What follows belongs to an exercise in optimizing a design on an open flow for small area and a short achievable clock period; a production flow would make more cautious choices. The RTL was checked by simulation tests, not by an equivalence proof against the original design. Power figures rest on the tool's default switching activity, not on a simulated workload.

==> job 4337 <==
// hbm_line_codec
module hbm_line_codec (
  input  wire         clk,
  input  wire         rst,            
  input  wire         in_valid,
  input  wire         in_write,       
  input  wire [5:0]   in_mask,        
  input  wire [32:0]  in_addr,        
  input  wire [255:0] in_line,        
  input  wire [215:0] in_wdata,       
  output reg          out_valid,
  output reg  [1:0]   out_class,      
  output wire         out_status,     
  output wire [5:0]   out_word_err,   
  output wire [215:0] out_data,       
  output reg          out_wb,         
  output wire [255:0] out_line        
);
==> flow/config.mk <==
export PLATFORM = sky130hd
export DESIGN_NAME = hbm_line_codec
export DESIGN_NICKNAME = hbm_line_codec
export VERILOG_FILES = /design/flow/design.v
export SDC_FILE = /design/flow/constraint.sdc
export NUM_CORES = 4
export LEC_CHECK = 0
export CAP_MARGIN = 20
export CORE_AREA = 4 4 246 246
export DIE_AREA = 0 0 250 250
export SETUP_SLACK_MARGIN = 5
export SLEW_MARGIN = 20
==> flow/constraint.sdc <==
create_clock -name core_clock -period 10.0 [get_ports {clk}]
set_input_delay 2.0000 -clock core_clock [delete_from_list [all_inputs] [get_ports {clk}]]
set_output_delay 2.0000 -clock core_clock [all_outputs]
set_load 0.01 [all_outputs]
standard.sh (not shown) runs the stock make flow with config.mk's settings and CLKGATE_MAP_FILE= SYNTH_SCRIPT=/design/flow/synth_recipe.tcl, a recipe that flattens the netlist after the stock synthesis.
==> flow/flow/run.sh <==
#!/bin/bash
# Layout flow: the standard flow, with the smallest buffer on the ports,
# the pins one routing track apart, a lighter clock tree, and timing repair
# aimed at a setup slack of 5.3 ns.
# Each ORFS step writes its full log under orfs/logs/; make's own output goes
# to standard.log.
set -euo pipefail
bash standard.sh BUFFER_PORTS_ARGS="-buffer_cell sky130_fd_sc_hd__buf_1" \
  SETUP_SLACK_MARGIN=5.3 PLACE_PINS_ARGS="-min_distance 1 -min_distance_in_tracks" \
  CTS_ARGS="-sink_clustering_enable -repair_clock_nets -dont_use_dummy_load -buf_list {sky130_fd_sc_hd__clkbuf_8} -sink_clustering_size 16 -sink_clustering_max_diameter 60" \
  finish > standard.log 2>&1
==> job 3657: changes against job 4337 <==
==> flow/design.v (replaced) <==
module hbm_pair_enc (
  input  wire [73:0] x,
  output wire [6:0]  hs,
  output wire        px
);
  function automatic [6:0] info_pos(input integer j);
    integer p, cnt;
    begin
      info_pos = 7'd0;
      cnt = 0;
      for (p = 3; p <= 91; p = p + 1) begin
        if ((p & (p - 1)) != 0) begin
          if (cnt == j) info_pos = p[6:0];
          cnt = cnt + 1;
        end
      end
    end
  endfunction
  function automatic [73:0] col_mask(input integer b);
    integer j;
    reg [6:0] p;
    begin
      col_mask = 74'd0;
      for (j = 0; j < 74; j = j + 1) begin
        p = info_pos(j);
        col_mask[j] = (p[2:0] == b);
      end
    end
  endfunction
  function automatic [73:0] row_mask(input integer a);
    integer j;
    reg [6:0] p;
    begin
      row_mask = 74'd0;
      for (j = 0; j < 74; j = j + 1) begin
        p = info_pos(j);
        row_mask[j] = (p[6:3] == a);
      end
    end
  endfunction
  wire [7:0]  col;
  wire [10:0] row;
  genvar k;
  generate
    for (k = 0; k < 8; k = k + 1) begin : g_col
      localparam [73:0] CM = col_mask(k);
      assign col[k] = ^(x & CM);
    end
    for (k = 0; k < 11; k = k + 1) begin : g_row
      localparam [73:0] RM = row_mask(k);
      assign row[k] = ^(x & RM);
    end
  endgenerate
  assign hs[0] = col[1] ^ col[3] ^ col[5] ^ col[7];
  assign hs[1] = col[2] ^ col[3] ^ col[6] ^ col[7];
  assign hs[2] = col[4] ^ col[5] ^ col[6] ^ col[7];
  assign hs[3] = row[1] ^ row[3] ^ row[5] ^ row[7] ^ row[9];
  assign hs[4] = row[2] ^ row[3] ^ row[6] ^ row[7] ^ row[10];
  assign hs[5] = row[4] ^ row[5] ^ row[6] ^ row[7];
  assign hs[6] = row[8] ^ row[9] ^ row[10];
  assign px    = ^col;
endmodule
module hbm_fold_enc (
  input  wire [9:0] f,
  output wire [6:0] hs,
  output wire       px
);
  assign hs[0] = f[1] ^ f[3] ^ f[5] ^ f[7] ^ f[9];
  assign hs[1] = f[0] ^ f[1] ^ f[4] ^ f[5] ^ f[8] ^ f[9];
  assign hs[2] = f[2] ^ f[3] ^ f[4] ^ f[5];
  assign hs[3] = f[6] ^ f[7] ^ f[8] ^ f[9];
  assign hs[4] = ^f;
  assign hs[5] = 1'b0;
  assign hs[6] = ^f;
  assign px    = ^f;
endmodule
module hbm_pair_dec (
  input  wire [6:0]  hs,          
  input  wire        px,          
  input  wire [6:0]  fhs,         
  input  wire        fpx,         
  input  wire [7:0]  stored,      
  input  wire        kill,        
  output wire [73:0] flip,        
  output wire        unc,         
  output wire        afault       
);
  function automatic [6:0] info_pos(input integer j);
    integer p, cnt;
    begin
      info_pos = 7'd0;
      cnt = 0;
      for (p = 3; p <= 91; p = p + 1) begin
        if ((p & (p - 1)) != 0) begin
          if (cnt == j) info_pos = p[6:0];
          cnt = cnt + 1;
        end
      end
    end
  endfunction
  wire [6:0] s = hs ^ fhs ^ stored[6:0];
  wire       p = px ^ fpx ^ (^stored);
  wire zero   = (s == 7'd0);
  wire big    = s[6] & (s[5] | (s[4] & s[3] & s[2]));         
  wire foldp  = s[6] & !s[5] & s[4] & (s[3] ? !s[2] : (s[1] | s[2]));   
  assign unc    = p ? big : !zero;
  assign afault = p & foldp;
  wire [7:0]  lo;
  wire [15:0] hi;
  genvar j;
  generate
    for (j = 0; j < 8; j = j + 1) begin : g_lo
      assign lo[j] = !kill & (s[2:0] == j);
    end
    for (j = 0; j < 16; j = j + 1) begin : g_hi
      assign hi[j] = (s[6:3] == j);
    end
    for (j = 0; j < 74; j = j + 1) begin : g_flip
      localparam [6:0] POS = info_pos(j);
      assign flip[j] = lo[POS[2:0]] & hi[POS[6:3]];
    end
  endgenerate
endmodule
module hbm_line_codec (
  input  wire         clk,
  input  wire         rst,            
  input  wire         in_valid,
  input  wire         in_write,       
  input  wire [5:0]   in_mask,        
  input  wire [32:0]  in_addr,        
  input  wire [255:0] in_line,        
  input  wire [215:0] in_wdata,       
  output reg          out_valid,
  output reg  [1:0]   out_class,      
  output wire         out_status,     
  output wire [5:0]   out_word_err,   
  output wire [215:0] out_data,       
  output reg          out_wb,         
  output wire [255:0] out_line        
);
  wire [9:0] fold  = in_addr[9:0] ^ in_addr[19:10] ^ in_addr[29:20] ^ {7'd0, in_addr[32:30]};
  wire [9:0] fdiff = fold ^ in_line[255:246];
  wire [4:0] a1, a2;
  genvar i;
  generate
    for (i = 0; i < 5; i = i + 1) begin : g_fd
      assign a1[i] = fdiff[2*i] | fdiff[2*i + 1];
      assign a2[i] = fdiff[2*i] & fdiff[2*i + 1];
    end
  endgenerate
  wire b1 = a1[0] | a1[1];
  wire b2 = a2[0] | a2[1] | (a1[0] & a1[1]);
  wire c1 = a1[2] | a1[3] | a1[4];
  wire c2 = a2[2] | a2[3] | a2[4] | (a1[2] & a1[3]) | (a1[4] & (a1[2] | a1[3]));
  wire fd2 = b2 | c2 | (b1 & c1);
  wire fd1 = (b1 | c1) & !fd2;
  wire [6:0] fhs;
  wire       fpx;
  hbm_fold_enc u_fenc (.f(fold), .hs(fhs), .px(fpx));
  wire [6:0]  phs [0:2];
  wire [2:0]  ppx;
  wire [73:0] flip [0:2];
  wire [2:0]  unc, afault;
  wire        bad;
  generate
    for (i = 0; i < 3; i = i + 1) begin : g_dec
      hbm_pair_enc u_enc (
        .x  ({in_line[216 + 10*i + 9 : 216 + 10*i + 8], in_line[72*i + 71 : 72*i]}),
        .hs (phs[i]),
        .px (ppx[i])
      );
      hbm_pair_dec u_dec (
        .hs     (phs[i]),
        .px     (ppx[i]),
        .fhs    (fhs),
        .fpx    (fpx),
        .stored (in_line[216 + 10*i + 7 : 216 + 10*i]),
        .kill   (bad),
        .flip   (flip[i]),
        .unc    (unc[i]),
        .afault (afault[i])
      );
    end
  endgenerate
  wire [2:0] pcorr;
  generate
    for (i = 0; i < 3; i = i + 1) begin : g_pc
      assign pcorr[i] = (^in_line[216 + 10*i + 7 : 216 + 10*i]) ^ ppx[i] ^ fpx;
    end
  endgenerate
  wire any_addr   = (|afault) | fd2;
  wire any_uncorr = |unc;
  wire any_corr   = (|pcorr) | fd1;
  wire full_write = in_write & (&in_mask);
  assign bad      = any_addr | any_uncorr;
  wire [1:0] line_class = full_write ? 2'd0 :
                          any_addr   ? 2'd3 :
                          any_uncorr ? 2'd2 :
                          any_corr   ? 2'd1 : 2'd0;
  reg [215:0] new_data;
  reg [5:0]   new_pois;
  integer w;
  always @* begin
    for (w = 0; w < 6; w = w + 1) begin
      if (in_write && in_mask[w]) begin
        new_data[36*w +: 36] = in_wdata[36*w +: 36];
        new_pois[w]          = 1'b0;
      end else begin
        new_data[36*w +: 36] = in_line[36*w +: 36] ^ flip[w/2][36*(w%2) +: 36];
        new_pois[w]          = bad | (in_line[216 + 10*(w/2) + 8 + (w%2)] ^ flip[w/2][72 + (w%2)]);
      end
    end
  end
  reg [215:0] r_data;
  reg [5:0]   r_pois;
  reg [9:0]   r_fold;
  always @(posedge clk) begin
    if (rst) out_valid <= 1'b0;
    else     out_valid <= in_valid;
    out_class <= line_class;
    out_wb    <= in_write | (line_class == 2'd1);
    r_data    <= new_data;
    r_pois    <= new_pois;
    r_fold    <= fold;
  end
  wire [6:0] rfhs;
  wire       rfpx;
  hbm_fold_enc u_rfenc (.f(r_fold), .hs(rfhs), .px(rfpx));
  wire [7:0] check [0:2];
  generate
    for (i = 0; i < 3; i = i + 1) begin : g_enc
      wire [6:0] hs;
      wire       px;
      hbm_pair_enc u_enc (
        .x  ({r_pois[2*i + 1 : 2*i], r_data[72*i + 71 : 72*i]}),
        .hs (hs),
        .px (px)
      );
      assign check[i][6:0] = hs ^ rfhs;
      assign check[i][7]   = px ^ rfpx ^ (^(hs ^ rfhs));
    end
  endgenerate
  assign out_line = {r_fold,
                     r_pois[5:4], check[2],
                     r_pois[3:2], check[1],
                     r_pois[1:0], check[0],
                     r_data};
  assign out_data     = r_data;
  assign out_word_err = r_pois;
  assign out_status   = out_class[1];
endmodule
==> flow/run.sh (new file) <==
#!/bin/bash
# synth_recipe.tcl (not shown) runs the flow's synth.tcl, then flattens the netlist and writes it again
# the make line also repeats each setting of config.mk as NAME=value (left out here)
make -C /OpenROAD-flow-scripts/flow DESIGN_CONFIG=/design/flow/config.mk WORK_HOME=/design/flow/orfs CLKGATE_MAP_FILE= SYNTH_SCRIPT=/design/flow/synth_recipe.tcl finish
CORE_AREA = not set   (was 4 4 246 246)
CORE_MARGIN = 2   (was not set)
CORE_UTILIZATION = 40   (was not set)
DIE_AREA = not set   (was 0 0 250 250)
SETUP_SLACK_MARGIN = not set   (was 5)
removed: flow/flow/run.sh
removed: flow/standard.sh
==> job 6907: changes against job 4337 <==
==> flow/flow/run.sh (replaced) <==
#!/bin/bash
# Layout flow: the standard flow, with the smallest buffer on the ports.
# Each ORFS step writes its full log under orfs/logs/; make's own output goes
# to standard.log.
set -euo pipefail
bash standard.sh BUFFER_PORTS_ARGS="-buffer_cell sky130_fd_sc_hd__buf_1" finish > standard.log 2>&1
CORE_AREA = 4 4 346 346   (was 4 4 246 246)
CTS_BUF_LIST = sky130_fd_sc_hd__clkbuf_8   (was not set)
CTS_CLUSTER_SIZE = 24   (was not set)
DIE_AREA = 0 0 350 350   (was 0 0 250 250)
==> comparison table <==
item	job 4337	job 6907	job 3657
Outcome	no timing/DRC/antenna violations	no timing/DRC/antenna violations	aborted with a tool error
Stage where the flow stopped	-	-	3_2_place_iop
Multi-input logic portion of the cell area	60.4%	56.9%	-
Synthesized-area fraction occupied by ao, oa, aoi and oai cells	1.40%	1.40%	13.2%
Total of cells resized after clock tree synthesis	63	94	-
Global route total overflow	0	0	-
TritonRoute pass-1 iters	5	5	-
Post-placement worst setup slack	4.40 ns	3.60 ns	-
Share of synthesized area occupied by flip-flops and latches	22.6%	22.6%	19.4%
Clk. pwr	716 uW	1360 uW	-
Critical Path Stages	12	12	-
Buffer count excluding the clock tree in the final layout	1044	1033	-
CP max stage delay	0.57 ns	0.73 ns	-
Relative contribution of sequential cells to total power	17.4%	16.5%	-
Post-layout utilization of the core	48.9%	25.6%	-
Starting density of the core	40.7%	20.3%	40.4%
Slew at the pin closest to its max-slew limit	0.938 ns	1.14 ns	-
Logic power comb	6600 uW	6560 uW	-
All-Layer GR Usage	29.0%	22.7%	-
Clock tree from TritonCTS	yes	yes	-
Final period utilization	47.2%	50.7%	-
Number of CTS-inserted buffers	34	55	-
WHS	1.55 ns	1.44 ns	-

re-timing with driven ports:
No port has a modelled driver above. Below, the same layouts with a new extraction and two added sets of constraints.
Step 1, drivers: a clkbuf_16 drives clk and a buf_2 each remaining input, both assumed.
Step 2 also shifts input and output timing later by t, the mid clock arrival at the registers, as if the neighbouring blocks saw the same clock.
a / b / c = ideal ports / drivers / drivers and shift; a / b = the first two.
run	t, ns	setup slack, ns	clock arrival spread, ns
job 4337	0.630	5.278 / 5.306 / 4.676	0.073 / 0.072
job 6907	0.767	4.933 / 4.974 / 4.207	0.074 / 0.074
After both steps every run listed still meets setup and hold. For job 6907, which loses most, drivers alone change the setup slack by +0.041 ns; drivers and shift together by -0.726 ns.
